Background: an optimization exercise with open tools, aiming at small area, a short achievable clock period and few clock cycles per item. Do not read the settings as production practice. In this exercise RTL edits were held to simulation tests only and were not proved equivalent to the original.

Setup of run 1:
Design flarrath_lpu, start of the top module:
module flarrath_lpu (
    input             clk,
    input             rst,
    input             start,
    output            in_ready,
    input      [2:0]  op,
    input      [35:0] x,
    input      [35:0] f0,
    input      [35:0] f1,
    input      [35:0] f2,
    input      [35:0] f3,
    input      [35:0] f4,
    input      [35:0] f5,
    input      [35:0] f6,
    input      [35:0] f7,
    input      [35:0] f8,
    output reg        done,
    output reg        exc,
    output reg [35:0] result,
    output reg [2:0]  wb_en,
    output reg [35:0] wb0,
    output reg [35:0] wb1,
    output reg [35:0] wb2
);
    localparam OP_SCALE  = 3'd0;
    localparam OP_SCALEU = 3'd1;
    localparam OP_CLAMP  = 3'd2;
    localparam OP_MKDUTY = 3'd3;
    localparam OP_PIQ    = 3'd4;
    localparam OP_PIDQ   = 3'd5;
    localparam OP_SLEW   = 3'd6;
    localparam T_INT    = 4'h0;
    localparam T_Q31    = 4'h1;
    localparam T_Q16    = 4'h2;
    localparam T_Q31S   = 4'h3;
    localparam T_Q16S   = 4'h4;
    localparam T_SAMPLE = 4'h9;
    localparam T_DUTY   = 4'hA;
    localparam T_RSVC   = 4'hC;
    localparam T_RSVD   = 4'hD;
    localparam T_POISON = 4'hE;
    localparam T_EMPTY  = 4'hF;
  ...
Settings: LEC_CHECK=0, ABC_AREA=1, CAP_MARGIN=20, CORE_MARGIN=2, CORE_UTILIZATION=50, CTS_CLUSTER_DIAMETER=100, CTS_CLUSTER_SIZE=20, MAX_ROUTING_LAYER=met4, SLEW_MARGIN=20; clock period 50.0 ns.
standard.sh (not shown) runs the stock make flow with config.mk's settings and CLKGATE_MAP_FILE= SYNTH_SCRIPT=/design/flow/synth_recipe.tcl, a recipe that flattens the netlist after the stock synthesis.
==> flow/flow/run.sh <==
#!/bin/bash
# Layout flow: the standard ORFS flow (standard synthesis unchanged),
# with these layout choices changed:
#  - port buffers are sky130_fd_sc_hd__buf_2 instead of the default pick;
#  - the ABC buffers are removed at floorplan instead of running a timing
#    repair on the unplaced netlist (REMOVE_ABC_BUFFERS=1);
set -euo pipefail
bash standard.sh \
  "BUFFER_PORTS_ARGS=-buffer_cell sky130_fd_sc_hd__buf_2" \
  "REMOVE_ABC_BUFFERS=1" \
  "SETUP_SLACK_MARGIN=38.8" \
  finish > flow_make.log 2>&1
Run 1 finished every stage and its layout cleared the timing, design-rule and antenna checks.
Testbench counts of run 1, summed over its fixed seeds: cycles 131,404, items 80,000.
What run 2 does differently from run 1 at the input level:
Settings: CAP_MARGIN now 30, was 20; CORE_UTILIZATION now 45, was 50; SLEW_MARGIN now 30, was 20.
The global-route wire length before repair number comes out lower for run 1 vs run 2.
Proportion of cell area spent on the clock network delta (run 2 -> run 1): insignificant
Run 2: global routing usage on met1 is 2.5 points lower than what run 1 reported.
Compared with run 1, cell count in run 2 increased slightly.
Fmax | run 2 vs run 1 | run 2 faster
Delta (run 2 minus run 1): wire length reported by the detailed router increased about 4%, chip height increased 5.4%, post-detailed-route via-to-cell ratio decreased about 3%.
The following lists how run 3 was set up differently from run 2:
Settings: swapping 30 for 20 in SLEW_MARGIN; swapping 30 for 20 in CAP_MARGIN.
### Flow results
Compared run 2 against run 3; routed wire length within noise. On post-route cell area, run 2 and run 3 are neck and neck. Reported for run 2 and run 3, area enclosed by the die boundary turned out identical to the last digit. Number of enable-type register cells in the synthesized netlist essentially unchanged between run 2 and run 3. Reported for run 2 and run 3, register area share after synthesis turned out identical to the last digit. Changes observed in run 3 relative to run 2: fill cell total of the finished layout went up, first-iteration DRC count barely changed. Compared run 2 against run 3; number of instances in the placed design within noise. When run 3 is set beside run 2, its clock skew turns out to be 4.4 ps smaller.

* * *

Another version of the RTL of flarrath_lpu (not shown whole).
Size in the first run: ~9600 cells after synthesis, roughly 860 flip-flops, about 520 I/O pins.
export LEC_CHECK = 0
export ABC_AREA = 1
export CAP_MARGIN = 30
export CORE_MARGIN = 2
export CORE_UTILIZATION = 45
export MAX_ROUTING_LAYER = met4
export SLEW_MARGIN = 30
create_clock -name core_clock -period 50.0 [get_ports {clk}]
==> flow/flow/run.sh <==
#!/bin/bash
# Layout flow: the standard ORFS flow (standard synthesis unchanged),
# with two layout choices changed:
#  - port buffers are sky130_fd_sc_hd__buf_2 instead of the default pick;
set -euo pipefail
bash standard.sh \
  "BUFFER_PORTS_ARGS=-buffer_cell sky130_fd_sc_hd__buf_2" \
  "SETUP_SLACK_MARGIN=38.8" \
  finish > flow_make.log 2>&1
Testbench counts at the start, summed over its fixed seeds: cycles 132,098, items 80,000.
Change:
==> flow/run.sh (new file) <==
#!/bin/bash
# synth_recipe.tcl (not shown) runs the flow's synth.tcl, then flattens the netlist and writes it again
# the make line also repeats each setting of config.mk as NAME=value (left out here)
make -C /OpenROAD-flow-scripts/flow DESIGN_CONFIG=/design/flow/config.mk WORK_HOME=/design/flow/orfs CLKGATE_MAP_FILE= SYNTH_SCRIPT=/design/flow/synth_recipe.tcl finish
removed: flow/flow/run.sh
removed: flow/standard.sh
=> The changed run ran to the end with no violations. Synthesized cell count does not change. Sequential cell count does not change. Cell area went up by 2.0%. Setup slack got worse by 1100 ps. Via count went up by 1.9%.

[afterwards: timing with drivers on the ports]
The flow's constraints put no driver on any port. The routed layouts listed below were extracted and timed again, unchanged, in two steps.
Step 1 (the two cells are an assumption about what drives the block):
set clk [get_ports {clk}]
set_driving_cell -lib_cell sky130_fd_sc_hd__clkbuf_16 $clk
set_driving_cell -lib_cell sky130_fd_sc_hd__buf_2 [delete_from_list [all_inputs] $clk]
Step 2 times the ports against the registers' clock, not the clock port: input delays grow and output delays shrink by t, the midpoint of the rising clock arrivals with the driver on.
Slacks: ideal ports / drivers / drivers and shift; pairs: ideal ports / drivers.
run	t (ns)	slack for setup (ns)	hold slack, ns	latest minus earliest clock arrival (ns)	worst data-port slew with drivers (ns)
run 1	0.787	38.686 / 38.602 / 38.097	0.359 / 0.359 / 0.359	0.098 / 0.099	0.15
run 2	0.804	38.725 / 38.631 / 38.181	0.355 / 0.355 / 0.355	0.076 / 0.076	0.12
run 3	0.821	38.751 / 38.654 / 38.164	0.352 / 0.352 / 0.352	0.072 / 0.072	0.14
the first run of note 2	0.806	38.772 / 38.698 / 38.095	0.345 / 0.345 / 0.345	0.079 / 0.078	0.16
the second run of note 2	0.839	37.666 / 37.718 / 36.880	0.350 / 0.350 / 0.350	0.073 / 0.073	0.16
After both steps setup and hold are still met in every run listed. The setup slack of the second run of note 2, which loses most, moves by +0.052 ns with the drivers and by -0.786 ns with both steps.
